From an optimization exercise on the open Yosys and OpenROAD flow, aimed at small area, a short achievable clock period and few clock cycles per item; shortcuts taken in it are not production practice.
At most, simulation tests tie the RTL to the original design; equivalence was not proved.
For runs 1, 3 and 4, only the layout was checked, not whether the RTL still works.
No activity file was given, so power comes from the tool's default toggle rates.

<file path="flow/run.sh">
#!/bin/bash
# synth_recipe.tcl (not shown) runs the flow's synth.tcl, then flattens the netlist and writes it again
# the make line also repeats each setting of config.mk as NAME=value (left out here)
make -C /OpenROAD-flow-scripts/flow DESIGN_CONFIG=/design/flow/config.mk WORK_HOME=/design/flow/orfs CLKGATE_MAP_FILE= SYNTH_SCRIPT=/design/flow/synth_recipe.tcl finish
</file>
<file path="flow/config.mk">
export PLATFORM = sky130hd
export DESIGN_NAME = nbs_top
export DESIGN_NICKNAME = nbs_top
export VERILOG_FILES = /design/flow/design.v
export SDC_FILE = /design/flow/constraint.sdc
export NUM_CORES = 4
export LEC_CHECK = 0
export CAP_MARGIN = 20
export CORE_MARGIN = 2
export CORE_UTILIZATION = 40
export SLEW_MARGIN = 20
</file>
<file path="flow/constraint.sdc">
create_clock -name core_clock -period 25.0 [get_ports {clk}]
set_input_delay 5.0000 -clock core_clock [delete_from_list [all_inputs] [get_ports {clk}]]
set_output_delay 5.0000 -clock core_clock [all_outputs]
set_load 0.01 [all_outputs]
</file>
<file path="flow/design.v">
module nbs_decode (
    input  wire [5:0] fh,      
    input  wire [7:0] x,
    output wire [7:0] m,
    output wire [4:0] ex,
    output wire       sgn
);
    wire f3 = fh[0], f4 = fh[1], f5 = fh[2], f6 = fh[3], f7 = fh[4], f8 = fh[5];
    assign ex = ({5{f3}} & {1'b0, x[6:3]}) |
                ({5{f4}} & x[6:2]) |
                ({5{f5}} & {2'b0, x[4:2]}) |
                ({5{f6}} & {3'b0, x[4:3]}) |
                ({5{f7}} & {3'b0, x[2:1]});
    wire nz = |ex;
    assign m  = ({8{f8}}      & x) |
                ({8{f3 | f6}} & {4'd0, nz, x[2:0]}) |
                ({8{f4 | f5}} & {5'd0, nz, x[1:0]}) |
                ({8{f7}}      & {6'd0, nz, x[0]});
    assign sgn = (f5 | f6) ? x[5] : f7 ? x[3] : x[7];
endmodule
module nbs_lane (
    input  wire [5:0]  fha,
    input  wire [5:0]  fhb,
    input  wire [7:0]  ma,
    input  wire [4:0]  xa,
    input  wire        sa,
    input  wire [7:0]  mb,
    input  wire [4:0]  xb,
    input  wire        sb,
    input  wire        en,
    output wire [15:0] p,
    output wire [5:0]  sh,
    output wire        p_nan,
    output wire        p_pinf,
    output wire        p_ninf,
    output wire        p_inv,
    output wire        p_negzero    
);
    function [4:0] eshift(input [5:0] fh, input [4:0] ex);
        reg [4:0] off;
        begin
            off = ({5{fh[0]}} & 5'd14) | ({5{fh[2]}} & 5'd23) | ({5{fh[3]}} & 5'd26) |
                  ({5{fh[4]}} & 5'd28) | ({5{fh[5]}} & 5'd24);
            eshift = ((ex != 5'd0) ? ex - 5'd1 : 5'd0) + off;
        end
    endfunction
    wire za = (ma == 8'd0);
    wire zb = (mb == 8'd0);
    wire na = (fha[0] & (xa == 5'd15) & (ma[2:0] == 3'd7)) | (fha[1] & (xa == 5'd31) & (ma[1:0] != 2'd0));
    wire nb = (fhb[0] & (xb == 5'd15) & (mb[2:0] == 3'd7)) | (fhb[1] & (xb == 5'd31) & (mb[1:0] != 2'd0));
    wire ia = fha[1] & (xa == 5'd31) & (ma[1:0] == 2'd0);
    wire ib = fhb[1] & (xb == 5'd31) & (mb[1:0] == 2'd0);
    wire psgn     = sa ^ sb;
    wire any_nan  = na | nb;
    wire any_inf  = ia | ib;
    wire inf_zero = !any_nan & ((ia & zb) | (ib & za));
    wire special  = any_nan | any_inf;
    wire keep     = en & !special;
    wire [7:0] y    = mb;
    wire       flip = (sa & !fha[5]) ^ (sb & !fhb[5]);
    wire [8:0] ax   = {ma[7], ma};
    wire [9:0] yb   = {y[7], y, 1'b0};
    wire [15:0] r [0:3];
    wire [3:0]  ng;
    genvar i;
    generate
        for (i = 0; i < 4; i = i + 1) begin : g_pp
            wire one = yb[2*i+1] ^ yb[2*i];
            wire two = (yb[2*i+2] & ~yb[2*i+1] & ~yb[2*i]) | (~yb[2*i+2] & yb[2*i+1] & yb[2*i]);
            assign ng[i] = yb[2*i+2] ^ flip;
            wire [9:0] row = (({10{one}} & {ax[8], ax}) | ({10{two}} & {ax, 1'b0})) ^ {10{ng[i]}};
            assign r[i] = {{6{row[9]}}, row} << (2*i);
        end
    endgenerate
    wire [15:0] pr = r[0] + r[1] + r[2] + r[3] + {9'd0, ng[3], 1'b0, ng[2], 1'b0, ng[1], 1'b0, ng[0]};
    assign p  = pr & {16{keep}};
    assign sh = {1'b0, eshift(fha, xa)} + {1'b0, eshift(fhb, xb)};
    assign p_nan     = en & (any_nan | inf_zero);
    assign p_inv     = en & inf_zero;
    assign p_pinf    = en & !any_nan & !inf_zero & any_inf & !psgn;
    assign p_ninf    = en & !any_nan & !inf_zero & any_inf &  psgn;
    assign p_negzero = !en | (!special & (za | zb) & psgn);
endmodule
module nbs_to_a56 (
    input  wire        s,
    input  wire [68:0] x,
    input  wire [2:0]  lz,
    input  wire [10:0] e0,         
    input  wire        f_nan,
    input  wire        f_pinf,
    input  wire        f_ninf,
    input  wire        f_negzero,
    output reg  [55:0] a56
);
    wire [68:0] nn    = x << lz;
    wire [44:0] w     = nn[68:24] ^ {45{s}};
    wire        g     = nn[23];
    wire        z     = |nn[22:0];
    wire        inc   = s ? (~g | (~z & w[0])) : (g & (z | w[0]));
    wire [45:0] rw    = {1'b0, w} + {45'd0, inc};
    wire        carry = rw[45];
    wire [10:0] e1    = e0 + 11'd1;
    wire [10:0] expo  = carry ? e1 : e0;
    wire        zero  = ~s & ~nn[68];
    always @(*) begin
        if (f_nan || (f_pinf && f_ninf))
            a56 = 56'h7F_F800_0000_0000;
        else if (f_pinf)
            a56 = 56'h7F_F000_0000_0000;
        else if (f_ninf)
            a56 = 56'hFF_F000_0000_0000;
        else if (zero)
            a56 = {f_negzero, 55'd0};
        else
            a56 = {s, expo, rw[43:0]};
    end
endmodule
module nbs_top (
    input  wire        clk,
    input  wire        rst,
    input  wire        in_valid,
    output reg         in_ready,
    input  wire [3:0]  in_fmt_a,
    input  wire [3:0]  in_fmt_b,
    input  wire [31:0] in_a,
    input  wire [31:0] in_b,
    input  wire [3:0]  in_lanes,
    input  wire        in_last,
    output reg         out_valid,
    input  wire        out_ready,
    output reg  [55:0] out_sum,
    output reg         out_invalid
);
    function [5:0] onehot(input [3:0] f);
        onehot = {f == 4'h8, f == 4'h7, f == 4'h6, f == 4'h5, f == 4'h4, f == 4'h3};
    endfunction
    function [5:0] lsb_exp(input [5:0] fh);
        lsb_exp = ({6{fh[0]}} & 6'd23) | ({6{fh[1]}} & 6'd16) | ({6{fh[2]}} & 6'd27) |
                  ({6{fh[3]}} & 6'd29) | ({6{fh[4]}} & 6'd29) | ({6{fh[5]}} & 6'd24);
    endfunction
    wire take = in_valid & in_ready & !rst;
    wire [5:0] ifa = onehot(in_fmt_a);
    wire [5:0] ifb = onehot(in_fmt_b);
    reg [5:0]  fha, fhb;
    reg [7:0]  ma0 [0:3];
    reg [7:0]  mb0 [0:3];
    reg [4:0]  xa0 [0:3];
    reg [4:0]  xb0 [0:3];
    reg [3:0]  sa0, sb0, ln0;
    reg        last0;
    genvar g;
    generate
        for (g = 0; g < 4; g = g + 1) begin : g_in
            wire [7:0] m_a, m_b;
            wire [4:0] x_a, x_b;
            wire       s_a, s_b;
            nbs_decode u_da (.fh(ifa), .x(in_a[8*g +: 8]), .m(m_a), .ex(x_a), .sgn(s_a));
            nbs_decode u_db (.fh(ifb), .x(in_b[8*g +: 8]), .m(m_b), .ex(x_b), .sgn(s_b));
            always @(posedge clk) begin
                ma0[g] <= m_a;
                mb0[g] <= m_b;
                xa0[g] <= x_a;
                xb0[g] <= x_b;
                sa0[g] <= s_a;
                sb0[g] <= s_b;
            end
        end
    endgenerate
    always @(posedge clk) begin
        fha   <= ifa;
        fhb   <= ifb;
        ln0   <= in_lanes & {4{take}};
        last0 <= in_last & take;
    end
    wire [15:0] p  [0:3];
    wire [5:0]  sh [0:3];
    wire [3:0]  l_nan, l_pinf, l_ninf, l_inv, l_negzero;
    generate
        for (g = 0; g < 4; g = g + 1) begin : g_lane
            nbs_lane u_lane (
                .fha(fha), .fhb(fhb),
                .ma(ma0[g]), .xa(xa0[g]), .sa(sa0[g]),
                .mb(mb0[g]), .xb(xb0[g]), .sb(sb0[g]),
                .en(ln0[g]),
                .p(p[g]), .sh(sh[g]),
                .p_nan(l_nan[g]), .p_pinf(l_pinf[g]), .p_ninf(l_ninf[g]),
                .p_inv(l_inv[g]), .p_negzero(l_negzero[g])
            );
        end
    endgenerate
    reg [15:0] p1 [0:3];
    reg [5:0]  sh1 [0:3];
    reg        v1, last1, nan1, pinf1, ninf1, inv1, negzero1;
    reg [10:0] eb1;
    integer i;
    always @(posedge clk) begin
        for (i = 0; i < 4; i = i + 1) begin
            p1[i]  <= p[i];
            sh1[i] <= sh[i];
        end
        v1       <= !rst & (|ln0);
        last1    <= !rst & last0;
        nan1     <= |l_nan;
        pinf1    <= |l_pinf;
        ninf1    <= |l_ninf;
        inv1     <= |l_inv;
        negzero1 <= &l_negzero;
        eb1      <= 11'd1091 - lsb_exp(fha) - lsb_exp(fhb);
    end
    wire [69:0] r [0:3];
    generate
        for (g = 0; g < 4; g = g + 1) begin : g_align
            assign r[g] = {{54{p1[g][15]}}, p1[g]} << sh1[g];
        end
    endgenerate
    reg         open2;       
    reg         done2;       
    reg  [69:0] acc_s, acc_c;
    reg         nan2, pinf2, ninf2, inv2, negzero2;
    reg  [10:0] eb2;
    reg         cv_full;
    reg         cv_step;
    wire        cv_move = cv_full & !cv_step & !out_valid;
    wire        a_move  = done2 & !cv_full;
    wire        keep    = open2 | (done2 & cv_full);
    wire [69:0] ks  = acc_s & {70{keep}};
    wire [69:0] kc  = acc_c & {70{keep}};
    wire [69:0] s1a = r[0] ^ r[1] ^ r[2];
    wire [69:0] c1a = {(r[0][68:0] & r[1][68:0]) | (r[0][68:0] & r[2][68:0]) | (r[1][68:0] & r[2][68:0]), 1'b0};
    wire [69:0] s1b = r[3] ^ ks ^ kc;
    wire [69:0] c1b = {(r[3][68:0] & ks[68:0]) | (r[3][68:0] & kc[68:0]) | (ks[68:0] & kc[68:0]), 1'b0};
    wire [69:0] s2  = s1a ^ c1a ^ s1b;
    wire [69:0] c2  = {(s1a[68:0] & c1a[68:0]) | (s1a[68:0] & s1b[68:0]) | (c1a[68:0] & s1b[68:0]), 1'b0};
    wire [69:0] s3  = s2 ^ c2 ^ c1b;
    wire [69:0] c3  = {(s2[68:0] & c2[68:0]) | (s2[68:0] & c1b[68:0]) | (c2[68:0] & c1b[68:0]), 1'b0};
    always @(posedge clk) begin
        acc_s    <= s3;
        acc_c    <= c3;
        nan2     <= (keep & nan2)  | nan1;
        pinf2    <= (keep & pinf2) | pinf1;
        ninf2    <= (keep & ninf2) | ninf1;
        inv2     <= (keep & inv2)  | inv1;
        negzero2 <= (!keep | negzero2) & negzero1;
        if (v1 & last1)
            eb2 <= eb1;
        if (rst) begin
            open2 <= 1'b0;
            done2 <= 1'b0;
        end else begin
            if (v1)
                open2 <= !last1;
            done2 <= (v1 & last1) | (done2 & !a_move);
        end
    end
    wire [69:0] acc = acc_s + acc_c;
    function [2:0] lzc8(input [7:0] t, input last);
        begin
            casez (t)
                8'b1???????: lzc8 = 3'd0;
                8'b01??????: lzc8 = 3'd1;
                8'b001?????: lzc8 = 3'd2;
                8'b0001????: lzc8 = 3'd3;
                8'b00001???: lzc8 = 3'd4;
                8'b000001??: lzc8 = 3'd5;
                8'b0000001?: lzc8 = 3'd6;
                default:     lzc8 = 3'd7;
            endcase
            if (last && lzc8 > 3'd4)
                lzc8 = 3'd4;
        end
    endfunction
    reg         cv_s, cv_nan, cv_pinf, cv_ninf, cv_inv, cv_negzero;
    reg  [68:0] cv_x;
    reg  [3:0]  cv_n;
    reg  [2:0]  cv_lz;
    reg  [10:0] cv_e;
    wire [7:0]  ld_t  = acc[68:61] ^ {8{acc[69]}};
    wire [7:0]  sh_t  = cv_x[60:53] ^ {8{cv_s}};
    wire        sh_last = (cv_n == 4'd7);
    always @(posedge clk) begin
        if (a_move) begin
            cv_s       <= acc[69];
            cv_x       <= acc[68:0];
            cv_n       <= 4'd0;
            cv_lz      <= lzc8(ld_t, 1'b0);
            cv_step    <= (ld_t == 8'd0);
            cv_e       <= eb2 - {8'd0, lzc8(ld_t, 1'b0)};
            cv_nan     <= nan2;
            cv_pinf    <= pinf2;
            cv_ninf    <= ninf2;
            cv_inv     <= inv2;
            cv_negzero <= negzero2;
        end else if (cv_step) begin
            cv_x       <= {cv_x[60:0], 8'd0};
            cv_n       <= cv_n + 4'd1;
            cv_lz      <= lzc8(sh_t, sh_last);
            cv_step    <= (sh_t == 8'd0) & !sh_last;
            cv_e       <= cv_e + {8'd0, cv_lz} - 11'd8 - {8'd0, lzc8(sh_t, sh_last)};
        end
        if (rst)
            cv_full <= 1'b0;
        else
            cv_full <= a_move | (cv_full & !cv_move);
    end
    wire [55:0] a56;
    nbs_to_a56 u_cvt (
        .s(cv_s), .x(cv_x), .lz(cv_lz), .e0(cv_e),
        .f_nan(cv_nan), .f_pinf(cv_pinf), .f_ninf(cv_ninf), .f_negzero(cv_negzero),
        .a56(a56)
    );
    always @(posedge clk) begin
        if (cv_move) begin
            out_sum     <= a56;
            out_invalid <= cv_inv | (!cv_nan & cv_pinf & cv_ninf);
        end
        if (rst)
            out_valid <= 1'b0;
        else
            out_valid <= cv_move | (out_valid & !out_ready);
    end
    reg  [1:0] pend;
    wire [1:0] pend_nx = pend + {1'b0, take & in_last} - {1'b0, cv_move};
    always @(posedge clk) begin
        if (rst) begin
            pend     <= 2'd0;
            in_ready <= 1'b1;
        end else begin
            pend     <= pend_nx;
            in_ready <= (pend_nx < 2'd2);
        end
    end
endmodule
</file>
==> key figures, run 1 <==
Worst hold path
  – Hold Path Stages: 0
  – Hold_sp: eb1[4]$_DFF_P_
  – Hold Crit Endpoint: eb2[4]$_DFFE_PP_
  – Hold Crit Class: reg2reg

Floorplanning
  – Top Ports: 140
  – Starting Density: roughly two fifths
  – Row count: 133
  – Core area: 0.131 mm2
  – Die area: 0.135 mm2
  – Die X: 367 um
  – Die H: 367 um

Final layout
  – Seq. cell area: 0.0123 mm2
  – Non-Filler Instances: 7948
  – Layout Nets: around 6900
  – Commonest non-fill, non-tap cell in the layout: inv_1
  – Fill cell total of the finished layout: about 13000
  – Share of cells above drive strength 1: 5.10%
  – Multi-input gate area: ~0.037 mm2
  – Commonest cells after routing, fill and taps aside: 575 x inv_1, 513 x a21oi_1, 511 x nor2_1
  – Layout area overhead: 9.12%

Timing
  – Hold Fails Final Rpt: 0
  – Peak Freq: 0.150 GHz
  – Worst-margin pin slew: 1.18 ns
  – Slew HR: 20.4%
  – Worst Clk Skew: 0.0446 ns
  – Post-Route Setup TNS: 0 ns
  – Final setup fails: 0
  – Final Max Slew Viols: 0
  – Fin crit share: 26.7%
  – Min Tclk post-route: 6.68 ns
  – Hold WS: between 0.4 and 0.5 ns
  – Unrepaired setup endpoints after global routing: false

Synthesis
  – Async set or reset register ratio after synthesis: 0%
  – Ys flop type: dfxtp_1
  – Synth Warn #: 15
  – Cell area after synthesis: between 0.05 and 0.06 mm2
  – Number of synthesized flops with an enable pin: roughly 150
  – Syn Nets: 6990
  – Number of library cell types mapped by synthesis: 79
  – Sequential-to-total area share from yosys stat: 23.4%
  – Yosys reg bits: between 500 and 600
  – Mean area per synthesized cell: ~8.4 um2
  – Synthesized instance count: between 6000 and 7000

GRT
  – GRT met1 Usage: 32.3%
  – First-pass GRT wire length: 259 mm
  – Vias in the first global route: 42300
  – Initial antenna violation count: 5
  – GR peak layer: met2
  – Routing usage on met2: roughly two fifths
  – Largest net degree at the start of global routing: between 100 and 150
  – Met3 Track Usage GR: 3.16%
  – Overflow after GRT: 0
  – Gr usage total: 24.8%

Power and ir drop
  – LEAKAGE: 24.3 nW
  – Pwr Density: roughly 110 mW/mm2
  – Peak supply drop: 0.0000764 V

Route
  – DRC Markers: 0
  – Initial DRT Pass Iterations: 6
  – 1st-iter DRT viols: 3838
  – DR WL/cell: 21.6 um
  – Routed Antenna Nets: 0
  – Vias per inst: 5.58
  – Detailed Route WL: 171 mm
  – DR vias: 44400

Critical path
  – End of the worst register-to-register path: cv_e[6]$_DFFE_PP_
  – Kind of critical path: in2reg
  – RR Startpoint: acc_c[2]$_DFF_P_
  – CP Max Fanout: 12
  – Worst EP arrival: 7.19 ns
  – Critical Path RT: 25.51 ns
  – R2r setup slk: 18.69 ns
  – R2R cell count: 24
  – Crit path launch type: primary input
  – Critical path capture point type: flop

CTS
  – Sink count of the clock tree: 539
  – Hold-fix buffers, CTS: 0
  – Postcts setup bufs: 0
  – # resized after CTS: 0
  – CTS Buf Count: 67
  – Worst skew pair latency: 0.68 ns
  – H-tree depth: 3
  – Reg clk slew, reported paths: 0.06 ns
  – Clock Tree Buf Depth: 3
  – Root buffer cell: clkbuf_16
  – TritonCTS clock tree: yes

Placed design
  – Routability cong.: 0.983
  – Dpl cells: 7829
  – IO Port Bufs: 139
  – HPWL after detailed placement: 139 mm

Run status
  – Outcome: complete, no violations

Job
  – Max Cap Viol: 0
-- worst max path at each step --
stage           startpoint           endpoint  slack, ns  cells past startpoint
2_1_floorplan  in_fmt_a[1]  ma0[3][1]$_DFF_P_      18.63                      7
4_1_cts        in_fmt_b[0]  mb0[3][2]$_DFF_P_      18.22                      6
3_3_place_gp   in_fmt_b[0]  mb0[1][2]$_DFF_P_      17.59                      6
3_5_place_dp   in_fmt_b[0]  mb0[3][2]$_DFF_P_      17.50                      6
6_report       in_fmt_b[0]  mb0[1][1]$_DFF_P_      18.32                      7
5_1_grt        in_fmt_b[1]  mb0[1][1]$_DFF_P_      18.16                      6
-- synthesized netlist by cell type (45+ instances only) --
| master | number | share of area [%] |
|---|---|---|
| nor2b_1 | 119 | 1.4 |
| nand4_1 | 52 | 0.62 |
| buf_1 | 56 | 0.40 |
| a31oi_1 | 72 | 0.85 |
| mux2i_1 | 143 | 2.7 |
| a211oi_1 | 49 | 0.70 |
| clkbuf_1 | 321 | 2.3 |
| mux2_2 | 50 | 1.1 |
| fa_1 | 334 | 13 |
| and2_1 | 205 | 2.4 |
| inv_1 | 575 | 4.1 |
| nor3_1 | 118 | 1.1 |
| xnor2_1 | 302 | 5.0 |
| dfxtp_1 | 386 | 15 |
| maj3_1 | 52 | 0.99 |
| nand2_1 | 439 | 3.1 |
| o22ai_1 | 100 | 1.2 |
| nor2_1 | 512 | 3.6 |
| mux4_2 | 48 | 2.0 |
| edfxtp_1 | 153 | 8.7 |
| a22oi_1 | 55 | 0.78 |
| nand2b_1 | 61 | 0.72 |
| nand3_1 | 98 | 0.93 |
| o21ai_0 | 368 | 3.5 |
| ha_1 | 298 | 7.1 |
| a21oi_1 | 513 | 4.9 |
| a21o_1 | 121 | 1.7 |
| xor2_1 | 212 | 3.5 |
| and3_1 | 45 | 0.53 |
| o21bai_1 | 50 | 0.71 |
-- worst max-delay path: stages --
cell             delay, ns
clkdlybuf4s50_1       0.66
nand3_1               0.33
clkinv_1              0.33
a22oi_1               0.24
nand2_1               0.09
nor3b_1               0.41
o21ai_0               0.13
-- flip-flops by register name, summed over array words and instances, names as in the netlist, 6 cells and up --
register and count:
eb2 7, fha 6, cv_e 11, mb0 32, acc_c 68, p1 64, acc_s 70, fhb 6
sh1 24, xa0 20, xb0 20, ma0 32, eb1 7, cv_x 69, out_sum 56
-- metrics by stage --
| step | util [%] | setup WS [ns] | power [mW] | area (um2) |
|---|---|---|---|---|
| after global routing | 43.9 | 18.16 | 6.91 | 57600 |
| after detailed placement | 42.1 | 17.50 | 5.31 | 55300 |
| final | 43.9 | 18.32 | 6.34 | 57600 |
| after global placement | 42.1 | 17.59 | 5.27 | 55300 |
| after CTS | 43.9 | 18.22 | 6.34 | 57500 |
| after floorplan | - | 18.63 | 4.14 | 52700 |
-- routing by layer --
metal  part of all wire [%]  vias up
met5                 0.0076        -
met4                    4.7        2
met3                    5.1      282
met2                     47     1411
met1                     43    21400
li1                       -    21300
-- power by group --
group | internal, mW | total (mW) | switching [mW]
sequential | 1.05 | 1.26 | 0.211
clock | 0.603 | 1.01 | 0.404
combinational | 1.56 | 4.07 | 2.51
total | 3.22 | 6.34 | 3.12
-- layout make-up --
cell class              instances  share of cell area (%)
inverters                     579                    3.78
flip-flops and latches        539                    21.4
repair buffers                190                    3.09
clock buffers                  85                    3.25
well taps                    1755                    3.82
clock inverters                31                   0.670
diodes                          2                 0.00870
multi-input cells            4767                    64.0
-- kinds of logic after synthesis --
group,synth area share (%)
AND/OR/NAND/NOR,16.5
AO/OA/AOI/OAI,17.4
buffers and inverters,6.99
adder cells (fa/ha/maj),20.7
flip-flops,23.4
XOR/XNOR,8.54
multiplexers,6.43
==> run 2: changes to the inputs <==
--- a/flow/design.v
+++ b/flow/design.v
@@ -28,6 +28,7 @@
     input  wire [4:0]  xb,
     input  wire        sb,
     input  wire        en,
+    input  wire [5:0]  koff,
     output wire [15:0] p,
     output wire [5:0]  sh,
     output wire        p_nan,
@@ -36,14 +37,6 @@
     output wire        p_inv,
     output wire        p_negzero    
 );
-    function [4:0] eshift(input [5:0] fh, input [4:0] ex);
-        reg [4:0] off;
-        begin
-            off = ({5{fh[0]}} & 5'd14) | ({5{fh[2]}} & 5'd23) | ({5{fh[3]}} & 5'd26) |
-                  ({5{fh[4]}} & 5'd28) | ({5{fh[5]}} & 5'd24);
-            eshift = ((ex != 5'd0) ? ex - 5'd1 : 5'd0) + off;
-        end
-    endfunction
     wire za = (ma == 8'd0);
     wire zb = (mb == 8'd0);
     wire na = (fha[0] & (xa == 5'd15) & (ma[2:0] == 3'd7)) | (fha[1] & (xa == 5'd31) & (ma[1:0] != 2'd0));
@@ -56,30 +49,163 @@
     wire inf_zero = !any_nan & ((ia & zb) | (ib & za));
     wire special  = any_nan | any_inf;
     wire keep     = en & !special;
-    wire [7:0] y    = mb;
-    wire       flip = (sa & !fha[5]) ^ (sb & !fhb[5]);
-    wire [8:0] ax   = {ma[7], ma};
-    wire [9:0] yb   = {y[7], y, 1'b0};
-    wire [15:0] r [0:3];
-    wire [3:0]  ng;
+    wire        flip = (sa & !fha[5]) ^ (sb & !fhb[5]);
+    wire [15:0] pr;
+    nbs_mul8 u_mul (.a(ma), .y(mb), .flip(flip), .p(pr));
+    assign p  = pr & {16{keep}};
+    assign sh = {1'b0, xa[4:1], xa[0] | (xa == 5'd0)} + {1'b0, xb[4:1], xb[0] | (xb == 5'd0)} + koff;
+    assign p_nan     = en & (any_nan | inf_zero);
+    assign p_inv     = en & inf_zero;
+    assign p_pinf    = en & !any_nan & !inf_zero & any_inf & !psgn;
+    assign p_ninf    = en & !any_nan & !inf_zero & any_inf &  psgn;
+    assign p_negzero = !en | (!special & (za | zb) & psgn);
+endmodule
+module nbs_mul8 (
+    input  wire [7:0]  a,
+    input  wire [7:0]  y,
+    input  wire        flip,
+    output wire [15:0] p
+);
+    wire [9:0] ax = {a[7], a[7], a};
+    wire [9:0] yb = {y[7], y, 1'b0};
+    wire [3:0] ng;
+    wire [9:0] pp0, pp1, pp2, pp3;
     genvar i;
     generate
         for (i = 0; i < 4; i = i + 1) begin : g_pp
             wire one = yb[2*i+1] ^ yb[2*i];
             wire two = (yb[2*i+2] & ~yb[2*i+1] & ~yb[2*i]) | (~yb[2*i+2] & yb[2*i+1] & yb[2*i]);
             assign ng[i] = yb[2*i+2] ^ flip;
-            wire [9:0] row = (({10{one}} & {ax[8], ax}) | ({10{two}} & {ax, 1'b0})) ^ {10{ng[i]}};
-            assign r[i] = {{6{row[9]}}, row} << (2*i);
+            wire [9:0] row = (({10{one}} & ax) | ({10{two}} & {ax[8:0], 1'b0})) ^ {10{ng[i]}};
+            if (i == 0) assign pp0 = row;
+            if (i == 1) assign pp1 = row;
+            if (i == 2) assign pp2 = row;
+            if (i == 3) assign pp3 = row;
         end
     endgenerate
-    wire [15:0] pr = r[0] + r[1] + r[2] + r[3] + {9'd0, ng[3], 1'b0, ng[2], 1'b0, ng[1], 1'b0, ng[0]};
-    assign p  = pr & {16{keep}};
-    assign sh = {1'b0, eshift(fha, xa)} + {1'b0, eshift(fhb, xb)};
-    assign p_nan     = en & (any_nan | inf_zero);
-    assign p_inv     = en & inf_zero;
-    assign p_pinf    = en & !any_nan & !inf_zero & any_inf & !psgn;
-    assign p_ninf    = en & !any_nan & !inf_zero & any_inf &  psgn;
-    assign p_negzero = !en | (!special & (za | zb) & psgn);
+    wire s1 = pp0[6] ^ pp1[4];
+    wire c2 = pp0[6] & pp1[4];
+    wire s3 = pp0[7] ^ pp1[5];
+    wire c4 = pp0[7] & pp1[5];
+    wire s5 = pp0[8] ^ pp1[6];
+    wire c6 = pp0[8] & pp1[6];
+    wire s7 = ~pp0[9] ^ pp1[7] ^ pp2[5];
+    wire c8 = (~pp0[9] & pp1[7]) | (~pp0[9] & pp2[5]) | (pp1[7] & pp2[5]);
+    wire s9 = pp1[8] ^ pp2[6];
+    wire c10 = pp1[8] & pp2[6];
+    wire s11 = pp0[4] ^ pp1[2];
+    wire c12 = pp0[4] & pp1[2];
+    wire s13 = pp0[5] ^ pp1[3];
+    wire c14 = pp0[5] & pp1[3];
+    wire s15 = s1 ^ pp2[2] ^ pp3[0];
+    wire c16 = (s1 & pp2[2]) | (s1 & pp3[0]) | (pp2[2] & pp3[0]);
+    wire s17 = s3 ^ pp2[3] ^ pp3[1];
+    wire c18 = (s3 & pp2[3]) | (s3 & pp3[1]) | (pp2[3] & pp3[1]);
+    wire s19 = s5 ^ pp2[4] ^ pp3[2];
+    wire c20 = (s5 & pp2[4]) | (s5 & pp3[2]) | (pp2[4] & pp3[2]);
+    wire s21 = s7 ^ pp3[3] ^ 1'b1;
+    wire c22 = (s7 & pp3[3]) | (s7 & 1'b1) | (pp3[3] & 1'b1);
+    wire s23 = s9 ^ pp3[4] ^ 1'b1;
+    wire c24 = (s9 & pp3[4]) | (s9 & 1'b1) | (pp3[4] & 1'b1);
+    wire s25 = ~pp1[9] ^ pp2[7] ^ pp3[5];
+    wire c26 = (~pp1[9] & pp2[7]) | (~pp1[9] & pp3[5]) | (pp2[7] & pp3[5]);
+    wire s27 = pp2[8] ^ pp3[6];
+    wire c28 = pp2[8] & pp3[6];
+    wire s29 = pp0[2] ^ pp1[0];
+    wire c30 = pp0[2] & pp1[0];
+    wire s31 = pp0[3] ^ pp1[1];
+    wire c32 = pp0[3] & pp1[1];
+    wire s33 = s11 ^ pp2[0] ^ ng[2];
+    wire c34 = (s11 & pp2[0]) | (s11 & ng[2]) | (pp2[0] & ng[2]);
+    wire s35 = s13 ^ pp2[1] ^ c12;
+    wire c36 = (s13 & pp2[1]) | (s13 & c12) | (pp2[1] & c12);
+    wire s37 = s15 ^ ng[3] ^ c14;
+    wire c38 = (s15 & ng[3]) | (s15 & c14) | (ng[3] & c14);
+    wire s39 = s17 ^ c2 ^ c16;
+    wire c40 = (s17 & c2) | (s17 & c16) | (c2 & c16);
+    wire s41 = s19 ^ c4 ^ c18;
+    wire c42 = (s19 & c4) | (s19 & c18) | (c4 & c18);
+    wire s43 = s21 ^ c6 ^ c20;
+    wire c44 = (s21 & c6) | (s21 & c20) | (c6 & c20);
+    wire s45 = s23 ^ c8 ^ c22;
+    wire c46 = (s23 & c8) | (s23 & c22) | (c8 & c22);
+    wire s47 = s25 ^ c10 ^ c24;
+    wire c48 = (s25 & c10) | (s25 & c24) | (c10 & c24);
+    wire s49 = s27 ^ 1'b1 ^ c26;
+    wire c50 = (s27 & 1'b1) | (s27 & c26) | (1'b1 & c26);
+    wire s51 = ~pp2[9] ^ pp3[7] ^ c28;
+    wire c52 = (~pp2[9] & pp3[7]) | (~pp2[9] & c28) | (pp3[7] & c28);
+    wire s53 = pp3[8] ^ 1'b1;
+    wire c54 = pp3[8] & 1'b1;
+    wire [15:0] fa_ = {~pp3[9], s53, s51, s49, s47, s45, s43, s41, s39, s37, s35, s33, s31, s29, pp0[1], pp0[0]};
+    wire [15:0] fb_ = {c54, c52, c50, c48, c46, c44, c42, c40, c38, c36, c34, c32, c30, ng[1], 1'b0, ng[0]};
+    wire [15:0] g0 = fa_ & fb_;
+    wire [15:0] p0 = fa_ ^ fb_;
+    wire g55 = g0[1] | (p0[1] & g0[0]);
+    wire p56 = p0[1] & p0[0];
+    wire g57 = g0[3] | (p0[3] & g0[2]);
+    wire p58 = p0[3] & p0[2];
+    wire g59 = g0[5] | (p0[5] & g0[4]);
+    wire p60 = p0[5] & p0[4];
+    wire g61 = g0[7] | (p0[7] & g0[6]);
+    wire p62 = p0[7] & p0[6];
+    wire g63 = g0[9] | (p0[9] & g0[8]);
+    wire p64 = p0[9] & p0[8];
+    wire g65 = g0[11] | (p0[11] & g0[10]);
+    wire p66 = p0[11] & p0[10];
+    wire g67 = g0[13] | (p0[13] & g0[12]);
+    wire p68 = p0[13] & p0[12];
+    wire g69 = g0[15] | (p0[15] & g0[14]);
+    wire p70 = p0[15] & p0[14];
+    wire g71 = g0[2] | (p0[2] & g55);
+    wire p72 = p0[2] & p56;
+    wire g73 = g57 | (p58 & g55);
+    wire p74 = p58 & p56;
+    wire g75 = g0[6] | (p0[6] & g59);
+    wire p76 = p0[6] & p60;
+    wire g77 = g61 | (p62 & g59);
+    wire p78 = p62 & p60;
+    wire g79 = g0[10] | (p0[10] & g63);
+    wire p80 = p0[10] & p64;
+    wire g81 = g65 | (p66 & g63);
+    wire p82 = p66 & p64;
+    wire g83 = g0[14] | (p0[14] & g67);
+    wire p84 = p0[14] & p68;
+    wire g85 = g69 | (p70 & g67);
+    wire p86 = p70 & p68;
+    wire g87 = g0[4] | (p0[4] & g73);
+    wire p88 = p0[4] & p74;
+    wire g89 = g59 | (p60 & g73);
+    wire p90 = p60 & p74;
+    wire g91 = g75 | (p76 & g73);
+    wire p92 = p76 & p74;
+    wire g93 = g77 | (p78 & g73);
+    wire p94 = p78 & p74;
+    wire g95 = g0[12] | (p0[12] & g81);
+    wire p96 = p0[12] & p82;
+    wire g97 = g67 | (p68 & g81);
+    wire p98 = p68 & p82;
+    wire g99 = g83 | (p84 & g81);
+    wire p100 = p84 & p82;
+    wire g101 = g85 | (p86 & g81);
+    wire p102 = p86 & p82;
+    wire g103 = g0[8] | (p0[8] & g93);
+    wire p104 = p0[8] & p94;
+    wire g105 = g63 | (p64 & g93);
+    wire p106 = p64 & p94;
+    wire g107 = g79 | (p80 & g93);
+    wire p108 = p80 & p94;
+    wire g109 = g81 | (p82 & g93);
+    wire p110 = p82 & p94;
+    wire g111 = g95 | (p96 & g93);
+    wire p112 = p96 & p94;
+    wire g113 = g97 | (p98 & g93);
+    wire p114 = p98 & p94;
+    wire g115 = g99 | (p100 & g93);
+    wire p116 = p100 & p94;
+    wire g117 = g101 | (p102 & g93);
+    wire p118 = p102 & p94;
+    assign p = p0 ^ {g115, g113, g111, g109, g107, g105, g103, g93, g91, g89, g87, g73, g71, g55, g0[0], 1'b0};
 endmodule
 module nbs_to_a56 (
     input  wire        s,
@@ -134,6 +260,10 @@
     function [5:0] onehot(input [3:0] f);
         onehot = {f == 4'h8, f == 4'h7, f == 4'h6, f == 4'h5, f == 4'h4, f == 4'h3};
     endfunction
+    function [5:0] offs(input [5:0] fh);
+        offs = ({6{fh[0]}} & 6'd14) | ({6{fh[2]}} & 6'd23) | ({6{fh[3]}} & 6'd26) |
+               ({6{fh[4]}} & 6'd28) | ({6{fh[5]}} & 6'd24);
+    endfunction
     function [5:0] lsb_exp(input [5:0] fh);
         lsb_exp = ({6{fh[0]}} & 6'd23) | ({6{fh[1]}} & 6'd16) | ({6{fh[2]}} & 6'd27) |
                   ({6{fh[3]}} & 6'd29) | ({6{fh[4]}} & 6'd29) | ({6{fh[5]}} & 6'd24);
@@ -172,6 +302,7 @@
         ln0   <= in_lanes & {4{take}};
         last0 <= in_last & take;
     end
+    wire [5:0] koff0 = offs(fha) + offs(fhb) - 6'd2;
     wire [15:0] p  [0:3];
     wire [5:0]  sh [0:3];
     wire [3:0]  l_nan, l_pinf, l_ninf, l_inv, l_negzero;
@@ -181,7 +312,7 @@
                 .fha(fha), .fhb(fhb),
                 .ma(ma0[g]), .xa(xa0[g]), .sa(sa0[g]),
                 .mb(mb0[g]), .xb(xb0[g]), .sb(sb0[g]),
-                .en(ln0[g]),
+                .en(ln0[g]), .koff(koff0),
                 .p(p[g]), .sh(sh[g]),
                 .p_nan(l_nan[g]), .p_pinf(l_pinf[g]), .p_ninf(l_ninf[g]),
                 .p_inv(l_inv[g]), .p_negzero(l_negzero[g])
@@ -319,6 +450,9 @@
             out_valid <= cv_move | (out_valid & !out_ready);
     end
     reg  [1:0] pend;
+    wire       cv_full_nx   = a_move | (cv_full & !cv_move);
+    wire       cv_step_nx   = a_move ? (ld_t == 8'd0) : cv_step ? ((sh_t == 8'd0) & !sh_last) : cv_step;
+    wire       out_valid_nx = cv_move | (out_valid & !out_ready);
     wire [1:0] pend_nx = pend + {1'b0, take & in_last} - {1'b0, cv_move};
     always @(posedge clk) begin
         if (rst) begin
@@ -326,7 +460,7 @@
             in_ready <= 1'b1;
         end else begin
             pend     <= pend_nx;
-            in_ready <= (pend_nx < 2'd2);
+            in_ready <= (pend_nx < 2'd2) | (cv_full_nx & !cv_step_nx & !out_valid_nx);
         end
     end
 endmodule
--- a/flow/config.mk
+++ b/flow/config.mk
@@ -5,6 +5,7 @@
 export SDC_FILE = /design/flow/constraint.sdc
 export NUM_CORES = 4
 export LEC_CHECK = 0
+export ABC_AREA = 1
 export CAP_MARGIN = 20
 export CORE_MARGIN = 2
 export CORE_UTILIZATION = 40
==> key figures, run 2 <==
Run status
  – Outcome: complete, no violations

Power and ir drop
  – Pwr Density: 132 mW/mm2
  – LEAKAGE: 25.2 nW
  – Peak supply drop: approximately 0.000076 V

Synthesis
  – Most common cell in the synthesized netlist: nand2_1
  – Ys flop type: dfxtp_1
  – Adder-Cell Fraction of Synth Area: between 20% and 30%
  – Yosys top cell by area: dfxtp_1
  – Mux contribution to synthesized area: 0.735%
  – Cell area after synthesis: 0.0487 mm2
  – Mean area per synthesized cell: 7.19 um2
  – Sequential-to-total area share from yosys stat: between 20% and 30%
  – Synth Area in Compound Gates: 12.9%
  – Number of library cell types mapped by synthesis: 65
  – Largest family of logic cells by synthesized area: simple AND/OR/NAND/NOR gates
  – Number of synthesized flops with an enable pin: 153
  – Yosys reg bits: 539
  – Top post-synthesis cells by count: 1495 x nand2_1, 1191 x inv_1, 750 x nor2_1
  – Async set or reset register ratio after synthesis: 0%
  – Simple-Gate Fraction of Synth Area: 22.8%
  – Synth Warn #: 14
  – Post-Synth XOR/XNOR Area: 6.35%
  – Synth top area cells: dfxtp_1 16%, fa_1 15%, nand2_1 12%
  – Synth top area share: 15.9%
  – Synthesized instance count: 6770
  – Syn Nets: 7440

Critical path
  – Max incr delay on CP: 0.49 ns
  – Crit-path leading delay family: simple AND/OR/NAND/NOR gates
  – Crit path launch type: primary input
  – Worst-path cell chain: clkdlybuf4s50_1 > inv_1 > nand2_1 > inv_1 > nand2_1 > nor2_1 > nor2_1 > inv_1 > nor2_1 > nand2_1 > nor2_1 > nor2_1
  – Worst EP arrival: 7.23 ns
  – Slowest-stage cell, CP: nor2_1
  – Worst path bufs/invs: 4
  – CP Max Fanout: 12
  – Kind of critical path: in2reg
  – Most frequent CP cell: nor2_1
  – R2r setup slk: 19.84 ns
  – Critical Path RT: 25.50 ns
  – Critical path capture point type: flop

Final layout
  – Layout area overhead: 10.8%
  – Fill cell total of the finished layout: 12500
  – Reg with most FFs: acc_s
  – Layout Nets: 7467
  – Commonest non-fill, non-tap cell in the layout: nand2_1
  – Seq. cell area: approximately 0.012 mm2
  – Biggest regs: acc_s x70, cv_x x69, acc_c x68
  – Share of cells above drive strength 1: 3.53%
  – Largest register FFs: 70
  – Commonest cells after routing, fill and taps aside: 1494 x nand2_1, 1191 x inv_1, 749 x nor2_1
  – Multi-input gate area: between 0.03 and 0.04 mm2

Timing
  – Fin crit share: 26.9%
  – Post-Route Setup TNS: 0 ns
  – Worst-margin pin slew: 1.17 ns
  – Slew HR: 21.1%
  – Final setup fails: 0
  – Final worst slack: ~18 ns
  – Peak Freq: 0.149 GHz
  – Final Max Slew Viols: 0
  – Min Tclk post-route: between 6 and 7 ns
  – Unrepaired setup endpoints after global routing: false
  – Worst Clk Skew: 0.0257 ns
  – Hold Fails Final Rpt: 0

CTS
  – TritonCTS clock tree: yes
  – Reg clk slew, reported paths: approximately 0.06 ns
  – Hold-fix buffers, CTS: 0
  – Postcts setup bufs: 0
  – CTS Buf Count: 67
  – Worst skew pair latency: roughly 0.65 ns
  – # resized after CTS: 0
  – Clock Tree Buf Depth: 3
  – Root buffer cell: clkbuf_16
  – H-tree depth: 3
  – Sink count of the clock tree: 539

Route
  – DR WL/cell: 19.2 um
  – DRC Markers: 0
  – Routed Antenna Nets: 0
  – Detailed Route WL: 162 mm
  – Vias per inst: about 5
  – 1st-iter DRT viols: 3256
  – DR vias: 43300
  – Initial DRT Pass Iterations: 6

GRT
  – Initial antenna violation count: 2
  – Met3 Track Usage GR: 2.61%
  – First-pass GRT wire length: 249 mm
  – Gr usage total: 25.8%
  – GRT met1 Usage: 33.0%
  – Largest net degree at the start of global routing: 91
  – Overflow after GRT: 0
  – Vias in the first global route: 42200
  – Routing usage on met2: 43.1%
  – GR peak layer: met2

Job
  – Max Cap Viol: 0

Placed design
  – Routability cong.: 1.03
  – HPWL after detailed placement: 136 mm
  – Post-placement worst setup slack: 17.54 ns
  – IO Port Bufs: about 140

Floorplanning
  – Core area: between 0.1 and 0.15 mm2
  – Top Ports: 140
  – Starting Density: 40.2%
  – Row count: 128
  – Die area: between 0.1 and 0.15 mm2
  – Die X: 353 um
  – Die H: approximately 350 um

Worst hold path
  – Hold Crit Class: reg2reg
## run 2: changes by cell type after synthesis, sizes merged, moves of 200 or more
cell | previous run | this run
nand2 | 439 | 1498
inv | 576 | 1195
a21oi | 513 | 230
nor2 | 512 | 761
o21ai | 371 | 572
and2 | 205 | 5
## run 2: kinds of logic (layout without fill, tap and decap cells)
| kind of cell | count (synthesis) | in the layout |
|---|---|---|
| xor+xnor | 331 | 331 |
| other cells | 0 | 2 |
| compound gates | 1121 | 1121 |
| buf+inv | 1439 | 1515 |
| flops | 539 | 539 |
| fa+ha+maj | 589 | 589 |
| simple gates | 2717 | 2717 |
| mux | 34 | 34 |
## run 2: per-stage QoR
step / instances / instance area (um2) / util (%) / hold slack [ns] / power [mW]
6_report: 8473 / 53900 / 44.5 / 0.400 / 7.13
5_1_grt: 8471 / 53900 / 44.5 / 0.410 / 7.88
4_1_cts: 8471 / 53900 / 44.5 / 0.406 / 7.14
3_5_place_dp: 8353 / 51500 / 42.5 / 0.390 / 6.05
3_3_place_gp: 8353 / 51500 / 42.5 / 0.388 / 5.96
2_1_floorplan: 6770 / 48700 / - / 0.382 / 4.49
## run 2: worst paths after layout
| kind | start | endpoint | cells past startpoint |
|---|---|---|---|
| worst min register to register | eb1[5]$_DFF_P_ | eb2[5]$_DFFE_PP_ | 0 |
| worst max-delay path | in_fmt_a[3] | ma0[1][0]$_DFF_P_ | 12 |
| worst max register to register | fha[5]$_DFF_P_ | p1[0][15]$_DFF_P_ | 23 |
| worst min-delay path | eb1[5]$_DFF_P_ | eb2[5]$_DFFE_PP_ | 0 |
## run 2: per-layer routing
layer | vias up | wire length (um) | share of wire (%)
met5 | - | 0 | 0
met4 | 0 | 9370 | 5.8
met3 | 316 | 7380 | 4.5
met2 | 1293 | 75600 | 47
met1 | 20200 | 70100 | 43
li1 | 21400 | - | -
## run 2: cell type report
| class | count | share of cell area, % |
|---|---|---|
| Multi-Input combinational cell | 4792 | 57.3 |
| Sequential cell | 539 | 22.9 |
| Inverter | 1227 | 8.54 |
| Tap cell | 1625 | 3.77 |
| Clock buffer | 88 | 3.50 |
| Timing Repair Buffer | 170 | 3.01 |
| Clock inverter | 30 | 0.993 |
| Antenna cell | 2 | 0.00928 |
## run 2: where the power goes
part | internal, mW | leakage [nW] | switching (mW)
clock network | 0.660 | 1.18 | 0.414
registers | 1.10 | 4.57 | 0.146
logic | 1.65 | 19.4 | 3.16
total | 3.41 | 25.2 | 3.72
Testbench counts of run 2, summed over its fixed seeds: cycles 30,534, blocks 4,000.
==> run 3: changes to the inputs <==
--- a/flow/design.v
+++ b/flow/design.v
@@ -1,6 +1,7 @@
 module nbs_decode (
     input  wire [5:0] fh,      
     input  wire [7:0] x,
+    input  wire [2:0] nzr,
     output wire [7:0] m,
     output wire [4:0] ex,
     output wire       sgn
@@ -11,11 +12,16 @@
                 ({5{f5}} & {2'b0, x[4:2]}) |
                 ({5{f6}} & {3'b0, x[4:3]}) |
                 ({5{f7}} & {3'b0, x[2:1]});
-    wire nz = |ex;
-    assign m  = ({8{f8}}      & x) |
-                ({8{f3 | f6}} & {4'd0, nz, x[2:0]}) |
-                ({8{f4 | f5}} & {5'd0, nz, x[1:0]}) |
-                ({8{f7}}      & {6'd0, nz, x[0]});
+    wire nz3 = nzr[0];             
+    wire nz4 = nzr[0] | x[2];      
+    wire nz6 = nzr[1];             
+    wire nz5 = nzr[1] | x[2];      
+    wire nz7 = nzr[2];             
+    assign m[7:4] = {4{f8}} & x[7:4];
+    assign m[3]   = (f8 & x[3]) | (f3 & nz3) | (f6 & nz6);
+    assign m[2]   = ((f8 | f3 | f6) & x[2]) | (f4 & nz4) | (f5 & nz5);
+    assign m[1]   = (~f7 & x[1]) | (f7 & nz7);
+    assign m[0]   = x[0];
     assign sgn = (f5 | f6) ? x[5] : f7 ? x[3] : x[7];
 endmodule
 module nbs_lane (
@@ -272,32 +278,27 @@
     wire [5:0] ifa = onehot(in_fmt_a);
     wire [5:0] ifb = onehot(in_fmt_b);
     reg [5:0]  fha, fhb;
-    reg [7:0]  ma0 [0:3];
-    reg [7:0]  mb0 [0:3];
-    reg [4:0]  xa0 [0:3];
-    reg [4:0]  xb0 [0:3];
-    reg [3:0]  sa0, sb0, ln0;
+    reg [31:0] a0, b0;
+    reg [2:0]  nza0 [0:3];
+    reg [2:0]  nzb0 [0:3];
+    reg [3:0]  ln0;
     reg        last0;
+    function [2:0] nzr(input [7:0] x);
+        nzr = {|x[2:1], |x[4:3], |x[6:3]};
+    endfunction
     genvar g;
     generate
         for (g = 0; g < 4; g = g + 1) begin : g_in
-            wire [7:0] m_a, m_b;
-            wire [4:0] x_a, x_b;
-            wire       s_a, s_b;
-            nbs_decode u_da (.fh(ifa), .x(in_a[8*g +: 8]), .m(m_a), .ex(x_a), .sgn(s_a));
-            nbs_decode u_db (.fh(ifb), .x(in_b[8*g +: 8]), .m(m_b), .ex(x_b), .sgn(s_b));
             always @(posedge clk) begin
-                ma0[g] <= m_a;
-                mb0[g] <= m_b;
-                xa0[g] <= x_a;
-                xb0[g] <= x_b;
-                sa0[g] <= s_a;
-                sb0[g] <= s_b;
+                nza0[g] <= nzr(in_a[8*g +: 8]);
+                nzb0[g] <= nzr(in_b[8*g +: 8]);
             end
         end
     endgenerate
     always @(posedge clk) begin
         fha   <= ifa;
+        a0    <= in_a;
+        b0    <= in_b;
         fhb   <= ifb;
         ln0   <= in_lanes & {4{take}};
         last0 <= in_last & take;
@@ -308,10 +309,15 @@
     wire [3:0]  l_nan, l_pinf, l_ninf, l_inv, l_negzero;
     generate
         for (g = 0; g < 4; g = g + 1) begin : g_lane
+            wire [7:0] ma, mb;
+            wire [4:0] xa, xb;
+            wire       sa, sb;
+            nbs_decode u_da (.fh(fha), .x(a0[8*g +: 8]), .nzr(nza0[g]), .m(ma), .ex(xa), .sgn(sa));
+            nbs_decode u_db (.fh(fhb), .x(b0[8*g +: 8]), .nzr(nzb0[g]), .m(mb), .ex(xb), .sgn(sb));
             nbs_lane u_lane (
                 .fha(fha), .fhb(fhb),
-                .ma(ma0[g]), .xa(xa0[g]), .sa(sa0[g]),
-                .mb(mb0[g]), .xb(xb0[g]), .sb(sb0[g]),
+                .ma(ma), .xa(xa), .sa(sa),
+                .mb(mb), .xb(xb), .sb(sb),
                 .en(ln0[g]), .koff(koff0),
                 .p(p[g]), .sh(sh[g]),
                 .p_nan(l_nan[g]), .p_pinf(l_pinf[g]), .p_ninf(l_ninf[g]),
==> key figures, run 3 <==
Synthesis
  – Yosys reg bits: 515
  – Top post-synthesis cells by count: 1633 x nand2_1, 1160 x inv_1, 660 x nor2_1
  – Largest family of logic cells by synthesized area: simple AND/OR/NAND/NOR gates
  – Yosys top cell by area: fa_1
  – Synthesized instance count: 6783
  – Synth Warn #: 10
  – Number of synthesized flops with an enable pin: 153
  – Mean area per synthesized cell: 7.16 um2
  – Mux contribution to synthesized area: 0.820%
  – Async set or reset register ratio after synthesis: 0%
  – Post-Synth XOR/XNOR Area: 6.09%
  – Simple-Gate Fraction of Synth Area: 23.6%
  – Ys flop type: dfxtp_1
  – Number of library cell types mapped by synthesis: ~70
  – Adder-Cell Fraction of Synth Area: 20.8%
  – Synth top area share: roughly 15%
  – Most common cell in the synthesized netlist: nand2_1
  – Syn Nets: 7453
  – Synth top area cells: fa_1 15%, dfxtp_1 15%, nand2_1 13%
  – Synth Area in Compound Gates: 13.1%
  – Cell area after synthesis: 0.0485 mm2
  – Sequential-to-total area share from yosys stat: 24.4%

Timing
  – Fin crit share: 26.4%
  – Hold WS: 0.399 ns
  – Final Max Slew Viols: 0
  – Final setup fails: 0
  – Post-Route Setup TNS: 0 ns
  – Worst-margin pin slew: 1.39 ns
  – Final worst slack: approximately 18 ns
  – Hold Fails Final Rpt: 0
  – Slew HR: 6.78%
  – Min Tclk post-route: approximately 6.6 ns
  – Worst Clk Skew: 0.0384 ns
  – Unrepaired setup endpoints after global routing: false
  – Peak Freq: 0.152 GHz

Floorplanning
  – Die H: 352 um
  – Top Ports: 140
  – Die X: 352 um
  – Core area: roughly 0.12 mm2
  – Die area: 0.124 mm2
  – Row count: 127
  – Starting Density: ~40%

Final layout
  – Biggest regs: acc_s x70, cv_x x69, acc_c x68
  – Seq. cell area: 0.0118 mm2
  – Layout Nets: 7481
  – Design Area, Final: 0.0535 mm2
  – Largest register FFs: 70
  – Commonest cells after routing, fill and taps aside: 1632 x nand2_1, 1160 x inv_1, 659 x nor2_1
  – Reg with most FFs: acc_s
  – Final core utilization: 44.5%
  – Non-Filler Instances: 8477
  – Layout area overhead: 10.2%
  – Fill cell total of the finished layout: approximately 12000
  – Multi-input gate area: 0.0313 mm2
  – Share of cells above drive strength 1: 4.52%
  – Commonest non-fill, non-tap cell in the layout: nand2_1

Placed design
  – HPWL after detailed placement: roughly 140 mm
  – Dpl cells: 8355
  – Routability cong.: a little over 1
  – Post-placement worst setup slack: 18.04 ns
  – IO Port Bufs: 139
  – Area after DPL: 0.0513 mm2

Power and ir drop
  – Peak supply drop: 0.0000706 V
  – Switching share of total power: about 53%
  – Comb pwr share: 68.4%
  – Sequential power share: about 18%
  – Psw: around 3.6 mW
  – Int Power: 3.19 mW
  – Pwr Density: 127 mW/mm2
  – Design Power: 6.81 mW
  – Clock power share: 14.2%
  – LEAKAGE: approximately 25 nW

GRT
  – Gr usage total: 25.8%
  – Vias in the first global route: 42200
  – Largest net degree at the start of global routing: 104
  – Overflow after GRT: 0
  – Initial antenna violation count: 3
  – First-pass GRT wire length: roughly 250 mm

Route
  – DR WL/cell: 19.2 um
  – Initial DRT Pass Iterations: 8
  – DRC Markers: 0
  – 1st-iter DRT viols: around 3500
  – DR vias: 43400
  – Routed Antenna Nets: 0
  – Vias per inst: 5.12
  – Detailed Route WL: 163 mm

Critical path
  – Worst EP arrival: 1.59 ns
  – Crit-path leading delay family: buffers and inverters
  – Kind of critical path: reg2out
  – Slowest-stage cell, CP: clkdlybuf4s50_1
  – Max incr delay on CP: 0.58 ns
  – Worst path bufs/invs: 1
  – Worst-path cell chain: clkdlybuf4s50_1
  – Critical Path RT: 20.00 ns
  – CP Max Fanout: 3
  – Critical path capture point type: output pin
  – Crit path launch type: flop

CTS
  – Root buffer cell: clkbuf_16
  – Sink count of the clock tree: 515
  – Hold-fix buffers, CTS: 0
  – TritonCTS clock tree: yes
  – Clock Tree Buf Depth: 3
  – Worst skew pair latency: between 0.6 and 0.7 ns
  – Postcts setup bufs: 0
  – H-tree depth: 3
  – Reg clk slew, reported paths: 0.05 ns
  – CTS Buf Count: 66
  – # resized after CTS: 0

Worst hold path
  – Hold Crit Class: reg2reg

Run status
  – Outcome: complete, no violations

Job
  – Max Cap Viol: 0
## run 3: area by class of cell
| cell class | instances | area share (%) |
|---|---|---|
| antenna | 1 | 0.00468 |
| clock buffer | 83 | 3.30 |
| clock inverter | 38 | 0.791 |
| inverter | 1183 | 8.31 |
| multi-input combinational | 4866 | 58.5 |
| sequential | 515 | 22.1 |
| tap | 1612 | 3.77 |
| timing repair buffer | 179 | 3.16 |
## run 3: final timing paths
kind	start	end	slack [ns]	cells after the start
setup / recovery	out_valid$_SDFF_PP0_	out_valid	18.41	1
hold / removal	eb1[3]$_DFF_P_	eb2[3]$_DFFE_PP_	0.40	0
setup reg to reg	fhb[0]$_DFF_P_	p1[2][9]$_DFF_P_	18.45	24
hold reg to reg	eb1[3]$_DFF_P_	eb2[3]$_DFFE_PP_	0.40	0
## run 3: kinds of logic after synthesis
family	after synthesis
AND/OR/NAND/NOR	2792
adder cells (fa/ha/maj)	589
buffers and inverters	1402
AO/OA/AOI/OAI	1134
flip-flops	515
multiplexers	36
XOR/XNOR	315
## run 3: power by group through the flow
stage / Clock [mW] / Sequential, mW / Combinational, mW
after CTS: 0.991 / 1.19 / 4.61
after floorplan: 0 / 1.13 / 3.20
after global placement: 0 / 1.20 / 4.49
final: 0.966 / 1.19 / 4.66
after detailed placement: 0 / 1.20 / 4.59
after global routing: 1.02 / 1.21 / 5.28
## run 3: per-layer routing
| metal | global-route usage [%] | routed length (um) |
|---|---|---|
| met5 | 0 | 0 |
| met2 | 42.6 | 73800 |
| met4 | 13.0 | 9690 |
| met3 | 3.60 | 8230 |
| met1 | 33.1 | 70800 |
==> run 4: changes to the inputs <==
==> flow/flow/run.sh (new file) <==
#!/bin/bash
# The standard layout (the standard.sh: standard synthesis, ORFS floorplan
# to final), with one change: the buffers ORFS puts on every input and output
# port are sky130_fd_sc_hd__buf_4 instead of the cell buffer_ports picks itself.
set -euo pipefail
export BUFFER_PORTS_ARGS="-buffer_cell sky130_fd_sc_hd__buf_4"
bash standard.sh > standard_make.log 2>&1
==> flow/standard.sh (new file) <==
#!/bin/bash
# synth_recipe.tcl (not shown) runs the flow's synth.tcl, then flattens the netlist and writes it again
# the make line also repeats each setting of config.mk as NAME=value (left out here)
make -C /OpenROAD-flow-scripts/flow DESIGN_CONFIG=/design/flow/config.mk WORK_HOME=/design/flow/orfs CLKGATE_MAP_FILE= SYNTH_SCRIPT=/design/flow/synth_recipe.tcl "${@:-finish}"
removed: flow/run.sh
==> key figures, run 4 <==
Synthesis
  – Synthesized instance count: just under 7000
  – Yosys top cell by area: fa_1
  – Most common cell in the synthesized netlist: nand2_1
  – Number of synthesized flops with an enable pin: 153
  – Ys flop type: dfxtp_1
  – Yosys reg bits: between 500 and 600
  – Synth Warn #: 10
  – Synth top area cells: fa_1 15%, dfxtp_1 15%, nand2_1 13%
  – Syn Nets: 7453
  – Mean area per synthesized cell: 7.16 um2
  – Cell area after synthesis: 0.0485 mm2
  – Async set or reset register ratio after synthesis: 0%
  – Number of library cell types mapped by synthesis: 71
  – Synth top area share: 15.0%
  – Top post-synthesis cells by count: 1633 x nand2_1, 1160 x inv_1, 660 x nor2_1
  – Sequential-to-total area share from yosys stat: ~24%

GRT
  – Initial antenna violation count: 1
  – Largest net degree at the start of global routing: ~110
  – Overflow after GRT: 0
  – Gr usage total: 26.1%
  – Vias in the first global route: 42500
  – First-pass GRT wire length: 253 mm

Route
  – Vias per inst: 5.16
  – Detailed Route WL: about 160 mm
  – Routed Antenna Nets: 0
  – DRC Markers: 0
  – 1st-iter DRT viols: around 3700
  – DR WL/cell: 19.4 um
  – DR vias: 43700
  – Initial DRT Pass Iterations: 5

Final layout
  – Largest register FFs: 70
  – Layout area overhead: 9.26%
  – Commonest non-fill, non-tap cell in the layout: nand2_1
  – Layout Nets: approximately 7500
  – Commonest cells after routing, fill and taps aside: 1632 x nand2_1, 1160 x inv_1, 659 x nor2_1
  – Share of cells above drive strength 1: about 6.5%
  – Final core utilization: roughly 44%
  – # diodes: 0
  – Reg with most FFs: acc_s
  – Biggest regs: acc_s x70, cv_x x69, acc_c x68

Floorplanning
  – Core area: ~0.12 mm2
  – Top Ports: 140
  – Starting Density: 40.4%
  – Die H: 352 um
  – Die X: ~350 um
  – Row count: 127
  – Die area: 0.124 mm2

CTS
  – TritonCTS clock tree: yes
  – Postcts setup bufs: 0
  – Clock Tree Buf Depth: 3
  – Sink count of the clock tree: just over 500
  – # resized after CTS: 0
  – Hold-fix buffers, CTS: 0
  – Root buffer cell: clkbuf_16
  – H-tree depth: 3
  – Reg clk slew, reported paths: 0.06 ns
  – Worst skew pair latency: 0.65 ns
  – CTS Buf Count: 66

Critical path
  – Critical path capture point type: flop
  – Crit-path leading delay family: adder cells
  – Kind of critical path: reg2reg
  – Most frequent CP cell: nand2_1
  – Slowest-stage cell, CP: dfxtp_1
  – CP Max Fanout: 11
  – R2r setup slk: 18.82 ns
  – Crit path launch type: flop
  – Worst path bufs/invs: 5
  – Critical Path RT: 25.50 ns
  – Worst-path cell chain: clkinv_1 > nand2_1 > inv_1 > nand3_1 > nand2_1 > nand2_1 > nand2_1 > o21ai_1 > o22ai_1 > xor2_1 > ha_1 > inv_1 > fa_1 > inv_1 > fa_1 > ha_1 > nand2_1 > nand2_1 > nand2_1 > inv_1 > or2_2 > fa_1 > xnor2_1 > nor2_1
  – Max incr delay on CP: 0.65 ns
  – Worst EP arrival: 6.69 ns

Timing
  – Worst Clk Skew: 0.0299 ns
  – Final setup fails: 0
  – Hold Fails Final Rpt: 0
  – Worst-margin pin slew: between 1 and 1.5 ns
  – Slew HR: a little under an eighth
  – Min Tclk post-route: 6.18 ns
  – Unrepaired setup endpoints after global routing: false
  – Final Max Slew Viols: 0
  – Peak Freq: between 0.15 and 0.2 GHz
  – Post-Route Setup TNS: 0 ns
  – Fin crit share: about 25%

Power and ir drop
  – Peak supply drop: 0.0000608 V
  – Pwr Density: 128 mW/mm2
  – LEAKAGE: 25.2 nW
  – Design Power: 6.80 mW

Worst hold path
  – Hold Crit Class: reg2reg

Placed design
  – HPWL after detailed placement: 138 mm
  – Routability cong.: about 1.1
  – IO Port Bufs: 139

Run status
  – Outcome: complete, no violations

Job
  – Max Cap Viol: 0
run 4: cells by family (layout without fill, tap and decap cells):
group | Yosys count | count (layout) | synth area share [%]
and+or+nand+nor | 2792 | 2792 | 23.6
muxes | 36 | 36 | 0.820
xor gates and xnor gates | 315 | 315 | 6.09
AOI/OAI and AO/OA | 1134 | 1134 | 13.1
DFF | 515 | 515 | 24.4
adders and majority gates | 589 | 589 | 20.8
buffers and inverters | 1402 | 1471 | 11.2
run 4: worst register-to-register path, delay by kind of cell (launching register included):
| kind | cells | cell delay (ns) |
|---|---|---|
| AND/OR/NAND/NOR | 10 | 1.85 |
| XOR/XNOR | 2 | 0.33 |
| buffers and inverters | 5 | 0.81 |
| AO/OA/AOI/OAI | 2 | 0.46 |
| adder cells (fa/ha/maj) | 5 | 1.94 |
| flip-flops | 1 | 0.65 |
run 4: layout make-up:
cell class	count	area (um2)
Clock buffer	87	1880
Clock inverter	26	243
Fill cell	12600	67100
Inverter	1183	4450
Multi-Input combinational cell	4866	31300
Sequential cell	515	11800
Tap cell	1612	2020
Timing Repair Buffer	175	1310
run 4: stage by stage:
step                instance area [um2]  setup slack (ns)  hold slack (ns)  cells
floorplan                         48500             18.66            0.382   6783
global placement                  50900             18.53            0.389   8351
detailed placement                50900             18.50            0.389   8351
CTS                               53000             18.76            0.402   8464
global route                      53000             18.44            0.411   8464
finish                            53000             18.82            0.401   8464
run 4: worst paths after layout:
check                                    start                to  cells after the start
worst max-delay path            fhb[0]$_DFF_P_  p1[1][9]$_DFF_P_                     24
worst min-delay path            eb1[3]$_DFF_P_  eb2[3]$_DFFE_PP_                      0
worst max register to register  fhb[0]$_DFF_P_  p1[1][9]$_DFF_P_                     24
worst min register to register  eb1[3]$_DFF_P_  eb2[3]$_DFFE_PP_                      0
run 4: report_power, final:
part	leakage [nW]	internal [mW]	switching, mW
Sequential	4.39	1.06	0.143
Combinational	19.8	1.58	3.07
Clock	1.04	0.553	0.401
Total	25.2	3.19	3.61
run 4: routing by layer:
layer  wire, um  track usage (%)  vias up
met3       8570             3.19      328
met1      71000             33.7    20500
met4       9150             12.5        2
li1           -                -    21400
met5         13                0        -
met2      75700             43.5     1366

separate check: timing with driven ports:
How much do the figures lean on ideal ports? The routed layouts below were timed once more, with nothing changed but the port constraints.
Step 1 sets driving cells, clkbuf_16 on the clock port and buf_2 on the other inputs (assumed; they add their load-dependent delay and slew).
Step 2 also shifts input and output timing later by t, the mid clock arrival at the registers, as if the neighbouring blocks saw the same clock.
a / b / c = no drivers / after step 1 / after step 2; a / b = the first two.
run	shift t [ns]	setup WS [ns]	hold slack, ns
run 1	0.736	18.323 / 18.337 / 17.618	0.402 / 0.402 / 0.402
run 2	0.713	18.272 / 18.316 / 17.603	0.400 / 0.400 / 0.400
run 3	0.718	18.407 / 18.332 / 18.058	0.399 / 0.399 / 0.399
run 4	0.711	18.815 / 18.740 / 18.481	0.401 / 0.401 / 0.401
After both steps every run listed still meets setup and hold. The setup slack of run 1, which loses most, moves by +0.014 ns with the drivers and by -0.705 ns with both steps.
